From an optimization exercise on the open Yosys and OpenROAD flow, aimed at small area, a short achievable clock period and few clock cycles; shortcuts taken in it are not production practice.
Function was checked by simulation only, so behaviour that the tests miss may differ from the original.

==> 10-12 <==
// pol_trtcm
module pol_trtcm (
    input             clk,
    input             rst,
    input             in_valid,
    output            in_ready,
    input      [2:0]  in_op,
    input      [1:0]  in_flow,
    input      [15:0] in_len,
    input      [31:0] in_now,
    input      [3:0]  in_addr,
    input      [31:0] in_data,
    output reg        out_valid,
    input             out_ready,
    output reg [31:0] out_data
);
make LEC_CHECK=0 CAP_MARGIN=20 CORE_MARGIN=2 CORE_UTILIZATION=40 SETUP_SLACK_MARGIN=5 SLEW_MARGIN=20 finish   # period 15.0 ns
run.sh (not shown) runs the stock make flow with config.mk's settings and CLKGATE_MAP_FILE= SYNTH_SCRIPT=/design/flow/synth_recipe.tcl, a recipe that flattens the netlist after the stock synthesis.
==> 07-14 (differences from 10-12) <==
CORE_UTILIZATION = 30   (was 40)
SETUP_SLACK_MARGIN = 4   (was 5)
==> 05-15 (differences from 10-12) <==
--- a/flow/design.v
+++ b/flow/design.v
@@ -48,17 +48,17 @@
     output            in_ready,
     input      [2:0]  in_op,
     input      [1:0]  in_flow,
     input      [15:0] in_len,
     input      [31:0] in_now,
     input      [3:0]  in_addr,
     input      [31:0] in_data,
-    output reg        out_valid,
+    output            out_valid,
     input             out_ready,
-    output reg [31:0] out_data
+    output     [31:0] out_data
 );
     localparam OP_FRAME  = 3'd0;
     localparam OP_SWEEP  = 3'd1;
     localparam OP_PWRITE = 3'd3;
     localparam OP_READ   = 3'd4;
     localparam [24:0] RATE_MAX  = 25'd25000000;
     localparam [23:0] BURST_MIN = 24'd1522;
@@ -84,14 +84,26 @@
     reg        v0;
     reg [2:0]  op0;
     reg [1:0]  fl0;
     reg [15:0] len0;
     reg [31:0] now0;
     reg [3:0]  ad0;
     reg [31:0] dat0;
+    reg        vb;
+    reg [2:0]  opb;
+    reg [1:0]  flb;
+    reg [15:0] lenb;
+    reg [31:0] nowb;
+    reg [3:0]  adb;
+    reg [31:0] datb;
+    reg        ea1, ea2, ea3, ea4, ea5, ea6, ea7, ea8, ea9, ea10;
+    reg [31:0] fq0, fq1;
+    reg [1:0]  fcnt;
+    reg        sbv;
+    reg [31:0] sbd;
     reg        v1, v2, v3, v4, v5, v6, v7, v8, v9, v10;
     reg [2:0]  k1, k2, k3, k4, k5, k6, k7, k8, k9, k10;
     reg [1:0]  fl1, fl2, fl3, fl4, fl5, fl6, fl7, fl8, fl9, fl10;
     reg [15:0] len1, len2, len3, len4, len5, len6, len7, len8, len9, len10;
     reg [31:0] now1, now2, now3, now4, now5;
     reg        fa1, fb1, fc1, fd1, fa2, fb2, fa3;
     reg [31:0] bd1;            
@@ -130,15 +142,22 @@
     wire lg1 = k1[2];
     wire lg2 = k2[2];
     wire lg3 = k3[2];
     wire lg4 = k4[2];
     wire lg5 = k5[2];
     wire lg6 = k6[2];
     wire lg10 = k10[2];
-    wire out_ok = !out_valid || out_ready;
+    assign out_valid = (fcnt != 2'd0);
+    assign out_data  = fq0;
+    wire   pop    = out_valid && out_ready;
+    wire [1:0] need = (v10 && !ea10) ? (sbv ? 2'd2 : 2'd1) : 2'd0;
+    wire [2:0] fill = {1'b0, fcnt} + {1'b0, need};
+    wire   ok_np  = (fill <= 3'd2);
+    wire   ok_p   = (fill == 3'd3) && out_valid;
+    wire   out_ok = ok_np || (ok_p && out_ready);
     reg  d_hold;                      
     wire adv = out_ok && !d_hold;     
     wire fs0     = (op0 == OP_FRAME) || (op0 == OP_SWEEP);
     wire long0   = fs0 && p_valid[fl0];
     wire commit0 = (op0 == OP_PWRITE) && (ad0[1:0] == 2'd3);
     wire sm1 = v1 && lg1 && (fl1 == fl0);
     wire sm2 = v2 && lg2 && (fl2 == fl0);
@@ -166,15 +185,33 @@
     wire u10 = v10 && (k10[2] || k10 == K_READ);
     wire hz_comm = commit0 && ((u1 && fl1 == fl0) || (u2 && fl2 == fl0) ||
                                (u3 && fl3 == fl0) || (u4 && fl4 == fl0) ||
                                (u5 && fl5 == fl0) || (u6 && fl6 == fl0) ||
                                (u7 && fl7 == fl0) || (u8 && fl8 == fl0) ||
                                (u9 && fl9 == fl0) || (u10 && fl10 == fl0));
     wire go0     = v0 && adv && !hz_long && !hz_comm;
-    assign in_ready = !v0 || go0;
+    wire fsb     = (opb == OP_FRAME) || (opb == OP_SWEEP);
+    wire longb   = fsb && p_valid[flb];
+    wire sb1 = v1 && lg1 && (fl1 == flb);
+    wire sb2 = v2 && lg2 && (fl2 == flb);
+    wire sb3 = v3 && lg3 && (fl3 == flb);
+    wire sb4 = v4 && lg4 && (fl4 == flb);
+    wire sb5 = v5 && lg5 && (fl5 == flb);
+    wire [31:0] gb2 = nowb - now2;
+    wire [31:0] gb3 = nowb - now3;
+    wire [31:0] gb4 = nowb - now4;
+    wire [31:0] gb5 = nowb - now5;
+    wire ovb = sb2 ? (gb2[31:23] == 9'h1ff) :
+               sb3 ? (gb3[31:23] == 9'h1ff) :
+               sb4 ? (gb4[31:23] == 9'h1ff) :
+               sb5 ? (gb5[31:23] == 9'h1ff) : 1'b0;
+    wire gob     = v0 && vb && adv && long0 && sm1 &&
+                   (opb != OP_PWRITE) && (flb != fl0) && !(longb && (sb1 || ovb));
+    wire issue   = go0 || gob;
+    assign in_ready = !(v0 && vb) || issue;
     wire accept  = in_valid && in_ready;
     wire commit_ok = (stg_w0 <= stg_w1) && (stg_w1 <= RATE_MAX) &&
                      (stg_w2 >= BURST_MIN) && (dat0[23:0] >= BURST_MIN) &&
                      (dat0[25:24] != 2'd3);
     wire do_commit = go0 && commit0 && commit_ok;
     reg [2:0] kind0;
     always @* begin
@@ -182,14 +219,23 @@
             OP_FRAME:  kind0 = p_valid[fl0] ? K_FRAME : K_NOFL;
             OP_SWEEP:  kind0 = p_valid[fl0] ? K_SWEEP : K_ZERO;
             OP_PWRITE: kind0 = (commit0 && commit_ok) ? K_ONE : K_ZERO;
             OP_READ:   kind0 = K_READ;
             default:   kind0 = K_ZERO;
         endcase
     end
+    reg [2:0] kindb;
+    always @* begin
+        case (opb)
+            OP_FRAME:  kindb = p_valid[flb] ? K_FRAME : K_NOFL;
+            OP_SWEEP:  kindb = p_valid[flb] ? K_SWEEP : K_ZERO;
+            OP_READ:   kindb = K_READ;
+            default:   kindb = K_ZERO;
+        endcase
+    end
     wire [31:0] base1 = fa1 ? now3 : fb1 ? now4 : fc1 ? now5 : fd1 ? bd1 : s_time[fl1];
     wire [31:0] elp1  = now1 - base1;
     wire [56:0] xp2;
     pol_trtcm_mul u_mx (.a(elp2), .b(pir2), .y(xp2));
     wire [34:0] e3;
     pol_trtcm_est8m u_ex (.x(xp3), .e(e3));
     wire [24:0] pir3 = p_pir[fl3];
@@ -331,75 +377,138 @@
             K_ONE:   res10 = 32'd1;
             K_NOFL:  res10 = 32'h0000_0010;
             K_READ:  res10 = rd_data;
             K_FRAME: res10 = {28'd0, yel_mark, passes, colour};
             default: res10 = 32'd0;
         endcase
     end
+    wire        mv10     = out_ok && v10;
+    wire        sbv_load = mv10 && ea10;
+    wire        pu1      = mv10 && !ea10;
+    wire        pu2      = pu1 && sbv;
+    wire [1:0]  fbase    = fcnt - {1'd0, pop};
+    reg  [31:0] fq0_n, fq1_n;
+    always @* begin
+        fq0_n = pop ? fq1 : fq0;
+        fq1_n = fq1;
+        if (pu1) begin
+            if (fbase == 2'd0)
+                fq0_n = res10;
+            else
+                fq1_n = res10;
+        end
+        if (pu2)
+            fq1_n = sbd;
+    end
     always @(posedge clk) begin
         if (rst) begin
             v0 <= 1'b0;
             v1 <= 1'b0;
             v2 <= 1'b0;
             v3 <= 1'b0;
             v4 <= 1'b0;
             v5 <= 1'b0;
             v6 <= 1'b0;
             v7 <= 1'b0;
             v8 <= 1'b0;
             v9 <= 1'b0;
             v10 <= 1'b0;
-            out_valid <= 1'b0;
-            out_data  <= 32'd0;
+            vb        <= 1'b0;
+            fcnt      <= 2'd0;
+            sbv       <= 1'b0;
             d_hold    <= 1'b0;
         end else begin
             if (adv)
                 d_hold <= v4 && lg4 && !rz4 && (np4 > 3'd1);
             else if (d_hold)
                 d_hold <= (dv_left > 3'd2);
-            if (accept)
-                v0 <= 1'b1;
-            else if (go0)
-                v0 <= 1'b0;
+            if (go0) begin
+                v0 <= vb || accept;
+                vb <= vb && accept;
+            end else if (gob) begin
+                vb <= accept;
+            end else if (accept) begin
+                if (v0)
+                    vb <= 1'b1;
+                else
+                    v0 <= 1'b1;
+            end
             if (adv) begin
-                v1 <= go0;
+                v1 <= issue;
                 v2 <= v1;
                 v3 <= v2;
                 v4 <= v3;
                 v5 <= v4;
             end
             if (out_ok) begin
                 v6  <= v5 && adv;
                 v7  <= v6;
                 v8  <= v7;
                 v9  <= v8;
                 v10 <= v9;
-                out_valid <= v10;
-                out_data  <= res10;
+                if (v10 && ea10)
+                    sbv <= 1'b1;
+                else if (v10)
+                    sbv <= 1'b0;
             end
+            fcnt <= fcnt - {1'd0, pop} + {1'd0, pu1} + {1'd0, pu2};
         end
     end
     always @(posedge clk) begin
-        if (accept) begin
+        if (go0 && vb) begin
+            op0  <= opb;
+            fl0  <= flb;
+            len0 <= lenb;
+            now0 <= nowb;
+            ad0  <= adb;
+            dat0 <= datb;
+        end else if (accept && (!v0 || go0)) begin
             op0  <= in_op;
             fl0  <= in_flow;
             len0 <= in_len;
             now0 <= in_now;
             ad0  <= in_addr;
             dat0 <= in_data;
         end
+        if (accept && !(!v0 || (go0 && !vb))) begin
+            opb  <= in_op;
+            flb  <= in_flow;
+            lenb <= in_len;
+            nowb <= in_now;
+            adb  <= in_addr;
+            datb <= in_data;
+        end
+        if (sbv_load) sbd <= res10;
+        fq0 <= fq0_n;
+        fq1 <= fq1_n;
         if (adv) begin
-            k1   <= kind0;
-            fl1  <= fl0;
-            len1 <= (op0 == OP_READ) ? {12'd0, ad0} : len0;
-            now1 <= now0;
-            fa1  <= sm2;
-            fb1  <= !sm2 && sm3;
-            fc1  <= !sm2 && !sm3 && sm4;
-            fd1  <= !sm2 && !sm3 && !sm4 && sm5;
+            if (gob) begin
+                k1   <= kindb;
+                fl1  <= flb;
+                len1 <= (opb == OP_READ) ? {12'd0, adb} : lenb;
+                now1 <= nowb;
+                fa1  <= sb2;
+                fb1  <= !sb2 && sb3;
+                fc1  <= !sb2 && !sb3 && sb4;
+                fd1  <= !sb2 && !sb3 && !sb4 && sb5;
+            end else begin
+                k1   <= kind0;
+                fl1  <= fl0;
+                len1 <= (op0 == OP_READ) ? {12'd0, ad0} : len0;
+                now1 <= now0;
+                fa1  <= sm2;
+                fb1  <= !sm2 && sm3;
+                fc1  <= !sm2 && !sm3 && sm4;
+                fd1  <= !sm2 && !sm3 && !sm4 && sm5;
+            end
+            ea1  <= gob;
+            ea2  <= ea1;
+            ea3  <= ea2;
+            ea4  <= ea3;
+            ea5  <= ea4;
             bd1  <= now5;
             ca1  <= ca5o;
             cb1  <= cb5o;
             k2   <= k1;
             fl2  <= fl1;
             len2 <= len1;
             now2 <= now1;
@@ -456,14 +565,19 @@
             rz5  <= rz4;
             ca5  <= {3'd0, n4} + {1'b0, pir4};
             pir5 <= pir4;
             p3x5 <= {2'd0, pir4} + {1'b0, pir4, 1'b0};
             pb5  <= e4 + {32'd0, kx4};
         end
         if (out_ok) begin
+            ea6  <= ea5;
+            ea7  <= ea6;
+            ea8  <= ea7;
+            ea9  <= ea8;
+            ea10 <= ea9;
             k6   <= k5;
             fl6  <= fl5;
             len6 <= len5;
             el6  <= el5;
             cir6 <= cir5;
             now6 <= now5;
             q6   <= q5;
==> flow_summary.toml <==
[synth]
synth-compound-area-share_pct = 11.5
ys_seq_area_share_pct = 34.4
synth_xor_xnor_area_share_pct = 6.60

[finish]
seq_cells = 2698
multi_input_area_share_pct = 54.8

[floorplan]
die_h_um = 753

[worst_setup_path]
cp.arrival_ns = 6.94
worstRegToRegCells = 39

[sta]
finalCritPeriodShare_pct = 66.2
rsz0062_at_grt = "true"

[global_route]
met2_usage_pct = 40.5

[placement]
place_ws_ns = 2.20

[outcome]
outcome = "finished clean"

[detailed_routing]
m1WireLength_um = 303000
(the above is from 10-12)
==> flow_summary.toml <==
[outcome]
outcome = "finished clean"

[finish]
seq_cells = 2858

[synth]
ys_seq_area_share_pct = 34.9
synth-compound-area-share_pct = 11.8

[global_route]
met2_usage_pct = 40.6

[detailed_routing]
m1WireLength_um = 326000

[worst_setup_path]
cp.arrival_ns = 10.68
(the above is from 05-15)
==> flow_summary.toml <==
[finish]
multi_input_area_share_pct = 54.4
seq_cells = 2698

[floorplan]
die_h_um = 868

[synth]
ys_seq_area_share_pct = 34.4

[placement]
place_ws_ns = 2.33

[detailed_routing]
m1WireLength_um = 300000

[outcome]
outcome = "finished clean"

[global_route]
met2_usage_pct = 30.3
(the above is from 07-14)
Testbench counts of 10-12, summed over its fixed seeds: cycles 4,887.
Testbench counts of 07-14, summed over its fixed seeds: cycles 4,887.
Testbench counts of 05-15, summed over its fixed seeds: cycles 4,363.

==> re-timing with driven ports <==
Ports are ideal in the flow. The routed layouts listed here were re-timed in OpenROAD.
Step 1 sets driving cells, clkbuf_16 on the clock port and buf_2 on the other inputs (assumed; they add their load-dependent delay and slew).
Step 2 times the ports against the registers' clock, not the clock port: input delays grow and output delays shrink by t, the midpoint of the rising clock arrivals with the driver on.
Three values: ideal, step 1, step 2; two values: the first two.
run	t (ns)	setup slack, ns	worst hold slack (ns)	worst data-port slew with drivers (ns)	pins driven straight from the clock port
10-12	1.078	5.063 / 5.035 / 5.035	0.396 / 0.396 / 0.396	0.14	1
07-14	1.072	4.199 / 4.167 / 4.167	0.393 / 0.393 / 0.393	0.11	1
05-15	1.117	5.043 / 5.043 / 5.043	0.385 / 0.386 / 0.386	0.26	1
After both steps setup and hold are still met in every run listed. The setup slack of 07-14, which loses most, moves by -0.032 ns with the drivers and by -0.032 ns with both steps.
